From an optimization exercise on the open Yosys and OpenROAD flow, aimed at small area, a short achievable clock period and few clock cycles per item; shortcuts taken in it are not production practice.
The RTL of this run was laid out without a check of its function.
Power is estimated from default activity; no workload was simulated.

<file path="design/flow/run.sh">
#!/bin/bash
# synth_recipe.tcl (not shown) runs the flow's synth.tcl, then flattens the netlist and writes it again
# the make line also repeats each setting of config.mk as NAME=value (left out here)
make -C /OpenROAD-flow-scripts/flow DESIGN_CONFIG=/design/flow/config.mk WORK_HOME=/design/flow/orfs CLKGATE_MAP_FILE= SYNTH_SCRIPT=/design/flow/synth_recipe.tcl finish
</file>
<file path="design/flow/config.mk">
export PLATFORM = sky130hd
export DESIGN_NAME = gfu
export DESIGN_NICKNAME = gfu
export VERILOG_FILES = /design/flow/design.v
export SDC_FILE = /design/flow/constraint.sdc
export NUM_CORES = 4
export LEC_CHECK = 0
export CAP_MARGIN = 20
export CORE_MARGIN = 2
export CORE_UTILIZATION = 40
export SLEW_MARGIN = 20
</file>
<file path="design/flow/constraint.sdc">
create_clock -name core_clock -period 8.0 [get_ports {clk}]
set_input_delay 1.6000 -clock core_clock [delete_from_list [all_inputs] [get_ports {clk}]]
set_output_delay 1.6000 -clock core_clock [all_outputs]
set_load 0.01 [all_outputs]
</file>
<file path="design/flow/design.v">
module gfu (
    input  wire        clk,
    input  wire        rst,
    input  wire        in_valid,
    output wire        in_ready,
    input  wire [3:0]  in_op,
    input  wire [7:0]  in_xtag,
    input  wire [63:0] in_x,
    input  wire [7:0]  in_ytag,
    input  wire [63:0] in_y,
    input  wire        in_ove,
    input  wire        in_dze,
    input  wire        in_trunc,
    input  wire        in_mix,
    output reg         out_valid,
    output reg  [1:0]  out_kind,
    output wire [7:0]  out_tag,
    output reg  [63:0] out_data,
    output reg  [15:0] out_code
);
    localparam [3:0] GADD = 4'd0, GSUB = 4'd1, GMUL = 4'd2, GDIV = 4'd3,
                     GQUO = 4'd4, GREM = 4'd5, GNEG = 4'd6, GLT = 4'd7,
                     GLE = 4'd8, GEQ = 4'd9, GCMP = 4'd10, EQ = 4'd11;
    localparam [1:0] K_RESULT = 2'd0, K_FAULT = 2'd1, K_DISPATCH = 2'd2,
                     K_FLOAT = 2'd3;
    localparam [7:0] T_FIXNUM = 8'h00, T_FLONUM = 8'h01,
                     T_UNINIT = 8'h07, T_POISON = 8'h08;
    localparam [1:0] P_DEC = 2'd0, P_PREP = 2'd1, P_STEP = 2'd2, P_FIN = 2'd3;
    reg        busy;           
    reg [1:0]  ph;             
    reg        go_it;          
    reg [3:0]  op;
    reg [7:0]  xt, yt;
    reg        ove, dze, trunc, mix;
    reg [65:0] X;              
    reg [63:0] Y;              
    reg [67:0] P;              
    reg        S;              
    reg        swp;            
    reg        an, bn;         
    reg [6:0]  sh;             
    reg [6:0]  cnt;            
    reg        o_t3;           
    assign out_tag = {6'd0, o_t3, o_t3};
    wire is_mul = (op == GMUL);
    wire fin    = busy && ((ph == P_DEC && !go_it) || ph == P_FIN);
    assign in_ready = !busy || fin;
    wire acc    = in_valid && in_ready;
    function is_reserved(input [7:0] t);
        if (t[7])
            is_reserved = (t[4:0] >= 5'h0A) && (t[4:0] <= 5'h0F);
        else
            is_reserved = (t >= 8'h09) && (t <= 8'h3F);
    endfunction
    function [6:0] blen(input [63:0] v);
        integer i;
        begin
            blen = 7'd0;
            for (i = 0; i < 64; i = i + 1)
                if (v[i]) blen = i + 1;
        end
    endfunction
    function is_mask(input [63:0] v);
        is_mask = ~|(v[63:1] & ~v[62:0]);
    endfunction
    wire [63:0] x = X[63:0];
    wire [63:0] y = Y;
    wire x_poison = (xt == T_POISON);
    wire x_uninit = (xt == T_UNINIT);
    wire x_resv   = is_reserved(xt);
    wire y_used   = (op != GNEG);
    wire y_poison = y_used && (yt == T_POISON);
    wire y_uninit = y_used && (yt == T_UNINIT);
    wire y_resv   = y_used && is_reserved(yt);
    wire eq   = (x == y);
    wire same = (xt[7] && yt[7]) ? ((xt[4:0] == yt[4:0]) && eq)
                                 : ((xt == yt) && eq);
    wire x_fix = (xt == T_FIXNUM);
    wire y_fix = (yt == T_FIXNUM);
    wire x_flo = (xt == T_FLONUM);
    wire y_flo = (yt == T_FLONUM);
    wire fix_pair = x_fix && (op == GNEG || y_fix);
    wire flo_pair = x_flo && (op == GNEG || y_flo);
    wire [63:0] fix_opnd = x_fix ? x : y;
    wire small53 = fix_opnd[63]
                 ? (&fix_opnd[63:53])
                 : (~|fix_opnd[63:54] && (!fix_opnd[53] || ~|fix_opnd[52:0]));
    wire mixed_ok = mix && (op != GNEG) &&
                    ((x_fix && y_flo) || (x_flo && y_fix)) && small53;
    reg         a_use, a_inv;
    reg  [63:0] a_b;
    always @(*) begin
        a_use = 1'b1;
        a_inv = 1'b1;
        a_b   = y;
        if (ph == P_FIN) begin
            a_use = 1'b0;
            a_b   = (op == GREM) ? P[63:0] : Y;
            a_inv = (op == GREM) ? an : (an ^ bn);
        end else if (op == GADD) begin
            a_inv = 1'b0;
        end else if (op == GNEG) begin
            a_use = 1'b0;
            a_b   = x;
        end else if (op == GDIV || op == GQUO || op == GREM) begin
            a_use = 1'b0;
            a_b   = x;
            a_inv = x[63];
        end
    end
    wire [64:0] a_opa = a_use ? {x[63], x} : 65'd0;
    wire [64:0] a_opb = {a_b[63], a_b} ^ {65{a_inv}};
    wire [64:0] asum  = a_opa + a_opb + {64'd0, a_inv};
    wire        a_ovf = asum[64] != asum[63];
    wire        lt    = asum[64];             
    wire [63:0] xs = x ^ {64{x[63]}};
    wire [63:0] ys = y ^ {64{y[63]}};
    wire [6:0]  xbl = blen(xs);
    wire [6:0]  ybl = blen(ys);
    wire [5:0]  xdig = (xbl + 7'd2) >> 1;     
    wire [5:0]  ydig = (ybl + 7'd2) >> 1;
    wire        m_swp = xdig < ydig;
    wire [5:0]  mdig = m_swp ? xdig : ydig;
    wire [6:0]  xal = xbl + {6'd0, x[63] && is_mask(xs)};
    wire [6:0]  yal = ybl + {6'd0, y[63] && is_mask(ys)};
    wire [7:0]  dq  = {1'b0, xal} - {1'b0, yal};
    wire [63:0] sh_in  = (is_mul && swp) ? x : y;
    wire [65:0] sh_out = {{2{sh_in[63]}}, sh_in} << sh;
    wire [2:0] bd   = Y[63:61];
    wire       d_ng = is_mul ? bd[2] : !bn;
    wire       d_1  = is_mul ? (bd[1] ^ bd[0]) : 1'b1;
    wire       d_2  = is_mul ? ((bd == 3'b011) || (bd == 3'b100)) : 1'b0;
    wire [67:0] mX  = d_1 ? {{2{X[65]}}, X} : d_2 ? {X[65], X, 1'b0} : 68'd0;
    wire [67:0] s_a = is_mul ? {P[65:0], 2'b00} : P;
    wire [67:0] s_r = s_a + (mX ^ {68{d_ng}}) + {67'd0, d_ng};
    wire        s_big = !(&s_r[67:64] || ~|s_r[67:64]);
    wire        q_bit = !s_r[67];
    reg  [1:0]  n_kind;
    reg         n_t3;
    reg  [63:0] n_data;
    reg  [15:0] n_code;
    wire        p_ovf = S || !(&P[67:63] || ~|P[67:63]);
    wire        r_nz  = |P[63:0];
    always @(*) begin
        n_kind = K_RESULT;
        n_t3   = 1'b0;
        n_data = 64'd0;
        n_code = 16'd0;
        if (ph == P_FIN) begin
            if (is_mul) begin
                if (p_ovf && ove) begin
                    n_kind = K_DISPATCH; n_code = 16'd18;
                end else
                    n_data = P[63:0];
            end else if (op == GREM) begin
                n_data = asum[63:0];
            end else if (op == GDIV && r_nz && !trunc) begin
                n_kind = K_DISPATCH; n_code = 16'd3;
            end else if (!(an ^ bn) && Y[63] && ove) begin
                n_kind = K_DISPATCH; n_code = {12'd1, op};
            end else
                n_data = asum[63:0];
        end else if (x_poison) begin
            n_kind = K_FAULT; n_data = x; n_code = 16'h1600;
        end else if (x_uninit) begin
            n_kind = K_FAULT; n_data = {56'd0, xt}; n_code = 16'h0B01;
        end else if (x_resv) begin
            n_kind = K_FAULT; n_data = {56'd0, xt}; n_code = 16'h0B02;
        end else if (y_poison) begin
            n_kind = K_FAULT; n_data = y; n_code = 16'h1600;
        end else if (y_uninit) begin
            n_kind = K_FAULT; n_data = {52'd0, 4'd1, yt}; n_code = 16'h0B01;
        end else if (y_resv) begin
            n_kind = K_FAULT; n_data = {52'd0, 4'd1, yt}; n_code = 16'h0B02;
        end else if (op == EQ) begin
            n_t3 = 1'b1; n_data = same ? 64'd1 : 64'd2;
        end else if (fix_pair) begin
            case (op)
            GADD, GSUB, GNEG:
                if (a_ovf && ove) begin
                    n_kind = K_DISPATCH; n_code = {12'd1, op};
                end else
                    n_data = asum[63:0];
            GLT: begin n_t3 = 1'b1; n_data = lt ? 64'd1 : 64'd2; end
            GLE: begin n_t3 = 1'b1; n_data = (lt || eq) ? 64'd1 : 64'd2; end
            GEQ: begin n_t3 = 1'b1; n_data = eq ? 64'd1 : 64'd2; end
            GCMP: n_data = lt ? 64'hFFFF_FFFF_FFFF_FFFF : (eq ? 64'd0 : 64'd1);
            GDIV, GQUO, GREM:        
                if (dze) begin
                    n_kind = K_FAULT; n_code = 16'h0D01;
                end else begin
                    n_t3 = 1'b1; n_data = 64'd5;
                end
            default: ;
            endcase
        end else if (op == GQUO || op == GREM) begin
            n_kind = K_DISPATCH; n_code = {12'd0, op};
        end else if (flo_pair || mixed_ok) begin
            n_kind = K_FLOAT;
        end else begin
            n_kind = K_DISPATCH; n_code = {12'd0, op};
        end
    end
    always @(posedge clk) begin
        out_valid <= fin && !rst;
        if (fin) begin
            out_kind <= n_kind;
            o_t3     <= n_t3;
            out_data <= n_data;
            out_code <= n_code;
        end
        if (busy) begin
            case (ph)
            P_DEC:
                if (go_it) begin
                    if (is_mul) begin
                        swp <= m_swp;
                        cnt <= {1'b0, mdig};
                        sh  <= 7'd64 - {mdig, 1'b0};
                        ph  <= P_PREP;
                    end else begin
                        P   <= {4'd0, asum[63:0]};
                        an  <= x[63];
                        bn  <= y[63];
                        sh  <= dq[6:0];
                        cnt <= dq[6:0] + 7'd1;
                        if (dq[7]) begin
                            Y  <= 64'd0;
                            ph <= P_FIN;
                        end else
                            ph <= P_PREP;
                    end
                end
            P_PREP: begin
                if (is_mul) begin
                    Y <= sh_out[63:0];
                    if (swp) X <= {{2{y[63]}}, y};
                    P <= 68'd0;
                    S <= 1'b0;
                end else begin
                    X <= sh_out;
                    Y <= 64'd0;
                end
                ph <= P_STEP;
            end
            P_STEP: begin
                if (is_mul) begin
                    P <= s_r;
                    S <= S || s_big;
                    Y <= {Y[61:0], 2'b00};
                end else begin
                    if (q_bit) P <= s_r;
                    Y <= {Y[62:0], q_bit};
                    X <= {X[65], X[65:1]};
                end
                cnt <= cnt - 7'd1;
                if (cnt == 7'd1) ph <= P_FIN;
            end
            default: ;
            endcase
        end
        if (fin) busy <= 1'b0;
        if (acc) begin
            busy  <= 1'b1;
            ph    <= P_DEC;
            op    <= in_op;
            xt    <= in_xtag;
            yt    <= in_ytag;
            X     <= {{2{in_x[63]}}, in_x};
            Y     <= in_y;
            ove   <= in_ove;
            dze   <= in_dze;
            trunc <= in_trunc;
            mix   <= in_mix;
            go_it <= (in_xtag == T_FIXNUM) && (in_ytag == T_FIXNUM) &&
                     ((in_op == GMUL) ||
                      ((in_op == GDIV || in_op == GQUO || in_op == GREM) &&
                       (in_y != 64'd0)));
        end
        if (rst) begin
            busy      <= 1'b0;
            out_valid <= 1'b0;
        end
    end
endmodule
</file>
==> flow_metrics.tcl <==
set metrics [dict create \
    status "no timing/DRC/antenna violations" \
    cap_violations 0 \
    cellLeakagePower_nw 18.6 \
    clk_path_buf_depth 3 \
    finalSetupTns_ns 0 \
    path_class "register to register" \
    num_vias 47600 \
    place.gp.congestion 1.02 \
    most-common-layout-cells "nand2_1, a21oi_1, o21ai_0" \
    antenna_found_initial 4 \
    layout_commonest_cell "nand2_1" \
    slew_violations 0 \
    p_int_w 0.00862 \
    ant_nets 0 \
    layout-drive-gt1-share 0.0616 \
    slew_headroom 0.189 \
    dieArea_um2 108000 \
    wire_per_inst_um 30.4 \
    start_kind "register" \
    fmax_mhz 129 \
    cts_tree "done" \
    synth_area_per_cell_um2 7.24 \
    synthArstFlopShare 0 \
    placed_cell_area_um2 45800 \
    yosysSeqAreaShare 0.229 \
    vias_per_cell 6.65 \
    synth_area_um2 42000 \
    yosysWarningCount 1 \
    initial_core_util 0.405 \
    first_pass_iters 9 \
    power_switching_w 0.0104 \
    final_nets 6061 \
    drcViolationCount 0 \
    wl_mm 218 \
    root_buffer "clkbuf_16" \
    required_ns 8.35 \
    stdcell_area_um2 47400 \
    grt_max_degree 143 \
    arrival_ns 8.09 \
    synth-edff-count 317 \
    swShare 0.548 \
    cts_hold_buffers 0 \
    clkPwrFrac 0.116 \
    clock_latency_ns 0.67 \
    grt_pass1_wl_mm 309 \
    yosysUniqueCellTypes 97 \
    grt_pass1_vias 43600 \
    powerDensity_nw_per_um2 402 \
    die_w_um 328 \
    cp_max_fo 20 \
    pwr-share-comb 0.692 \
    min_period_ns 7.74 \
    end_kind "register" \
    grt_use_total 0.388 \
    numPortBuffers 234 \
    hold_ws_ns 0.559 \
    rsz0062_at_grt "false" \
    dieHeight_um 328 \
    cts_sinks 321 \
    htreeDepth 2 \
    ios 247 \
    clk_pin_slew_ns 0.07 \
    row_count 118 \
    synthFlopType "edfxtp_1" \
    finalCritPeriodShare 0.967 \
    area_growth_pct 12.9 \
    setup_viol 0 \
    synth-seq-cells 321 \
    skew_ns 0.0327 \
    seq_power_share 0.191 \
    worst_pin_slew_ns 1.22 \
    hold_path_class "register to register" \
    peakVddDrop_mv 0.168 \
    fill_cells 10600 \
    numCtsBuffers 45 \
    grt-ovfl-total 0 \
    hpwl_mm 163 \
    final-hold-violation-count 0 \
    syn_inst 5803 \
    coreArea_um2 104000 \
    drt_iter0_markers 7123 \
]
==> power groups by stage <==
stage / sequential, W / clock (W) / combinational (W)
2_1_floorplan: 0.00291 / 0 / 0.00883
3_5_place_dp: 0.00360 / 0 / 0.0127
3_3_place_gp: 0.00361 / 0 / 0.0127
6_report: 0.00365 / 0.00222 / 0.0132
4_1_cts: 0.00357 / 0.00224 / 0.0128
5_1_grt: 0.00365 / 0.00229 / 0.0140
==> Yosys cell counts (55+ instances only) <==
library cell,n,area share
nand2_1,940,0.084
clkbuf_1,445,0.040
mux2i_1,329,0.078
inv_1,118,0.011
and2_1,90,0.013
xnor2_1,265,0.055
o22ai_1,93,0.014
a211oi_1,102,0.018
and3_1,99,0.015
nor2b_1,73,0.011
xor2_1,91,0.019
nand2b_1,60,0.0089
nor3_1,109,0.013
nor2_1,329,0.029
a21boi_0,55,0.0098
a31oi_1,106,0.016
edfxtp_1,317,0.23
nand4_1,70,0.010
a21o_1,109,0.019
nor4_1,66,0.0098
a21oi_1,615,0.073
buf_1,86,0.0077
nand3_1,150,0.018
o21ai_0,424,0.051
ha_1,159,0.047
==> sequential cells by signal, summed over array words and instances, names as in the netlist <==
| register | count |
|---|---|
| P | 68 |
| S | 1 |
| X | 66 |
| Y | 64 |
| an | 1 |
| bn | 1 |
| busy | 1 |
| cnt | 7 |
| dze | 1 |
| go_it | 1 |
| mix | 1 |
| o_t3 | 1 |
| op | 4 |
| out_code | 9 |
| out_data | 64 |
| out_kind | 2 |
| out_valid | 1 |
| ove | 1 |
| ph | 2 |
| sh | 7 |
| swp | 1 |
| trunc | 1 |
| xt | 8 |
| yt | 8 |
==> what timing repair did <==
item | CTS | global route
pin swaps | 0 | 1
setup buffers | 0 | 3
resized for setup | 2 | 3
endpoints found under the setup margin | 5 | 66
==> logic make-up after synthesis <==
| group | share of synthesized area |
|---|---|
| buf+inv | 0.0625 |
| compound gates | 0.272 |
| simple gates | 0.230 |
| other cells | 0.0000893 |
| xor+xnor | 0.0750 |
| mux | 0.0824 |
| flops | 0.229 |
| fa+ha+maj | 0.0488 |
==> per-stage QoR <==
stage               power (W)  worst slack, ns  cells   util
detailed placement     0.0163           -0.340   7074  0.441
global placement       0.0163           -0.132   7073  0.441
finish                 0.0191            0.264   7161  0.457
floorplan              0.0117            0.428   5814      -
CTS                    0.0186           0.0182   7155  0.456
global route           0.0199           0.0793   7158  0.457
==> critical path, cell delays in order, from the launching register on <==
cell and delay (ns):
edfxtp_1 0.65, inv_1 0.12, ha_1 0.37, nand2b_2 0.49, a21oi_1 0.30, xnor2_1 0.17
inv_1 0.09, fa_1 0.42, nor2b_1 0.18, o21ai_0 0.13, a21boi_0 0.30, o21ai_0 0.16
a21boi_0 0.33, o21ai_0 0.19, a21oi_1 0.33, o21ai_0 0.27, a2111oi_2 0.64, buf_4 0.21
o211ai_1 0.22, a21o_1 0.27, nand3_1 0.19, nand2_1 0.20, o21ai_1 0.34, a21boi_0 0.25
o21ai_0 0.29, xnor2_1 0.18, o22ai_1 0.10
==> layer usage <==
metal,global-route usage,share of wire
met1,0.503,0.39
met2,0.588,0.43
met3,0.0841,0.11
met4,0.239,0.073
met5,0,0.00029
==> final timing paths <==
check	startpoint	end	slack (ns)	cells after the start
worst max-delay path	Y[61]	P[62]	0.26	26
worst min-delay path	S	S	0.56	1
worst max register to register	Y[61]	P[62]	0.26	26
worst min register to register	S	S	0.56	1
==> layout make-up <==
type | count | area (µm²) | share of cell area
clock buffers | 50 | 1140 | 0.0242
well taps | 1380 | 1730 | 0.0364
diodes | 3 | 7.51 | 0.000158
flip-flops and latches | 321 | 9600 | 0.203
multi-input cells | 4814 | 30000 | 0.633
clock inverters | 31 | 397 | 0.00837
inverters | 123 | 468 | 0.00987
repair buffers | 439 | 4070 | 0.0858

==> separate check: timing with driven ports <==
In the flow no input, the clock included, has a driving cell. The finished layout below was timed again as built, in two steps.
Step 1 (the two cells are an assumption about what drives the block):
set clk [get_ports {clk}]
set_driving_cell -lib_cell sky130_fd_sc_hd__clkbuf_16 $clk
set_driving_cell -lib_cell sky130_fd_sc_hd__buf_2 [delete_from_list [all_inputs] $clk]
Step 2, shift: input delay + t, output delay - t, t = (earliest + latest rising clock arrival at the registers) / 2. This alone moves slack from input paths to output paths.
Three values: ideal ports, drivers, drivers and shift; two values: the first two.
shift t [ns]: 0.730
setup slack, ns: 0.264 / 0.264 / 0.264
hold WS [ns]: 0.559 / 0.559 / 0.559
worst setup path at the end: register to register
pins driven straight from the clock port: 1
After both steps this run still meets setup and hold. The setup slack of this run moves by 0.000 ns with the drivers and by 0.000 ns with both steps.
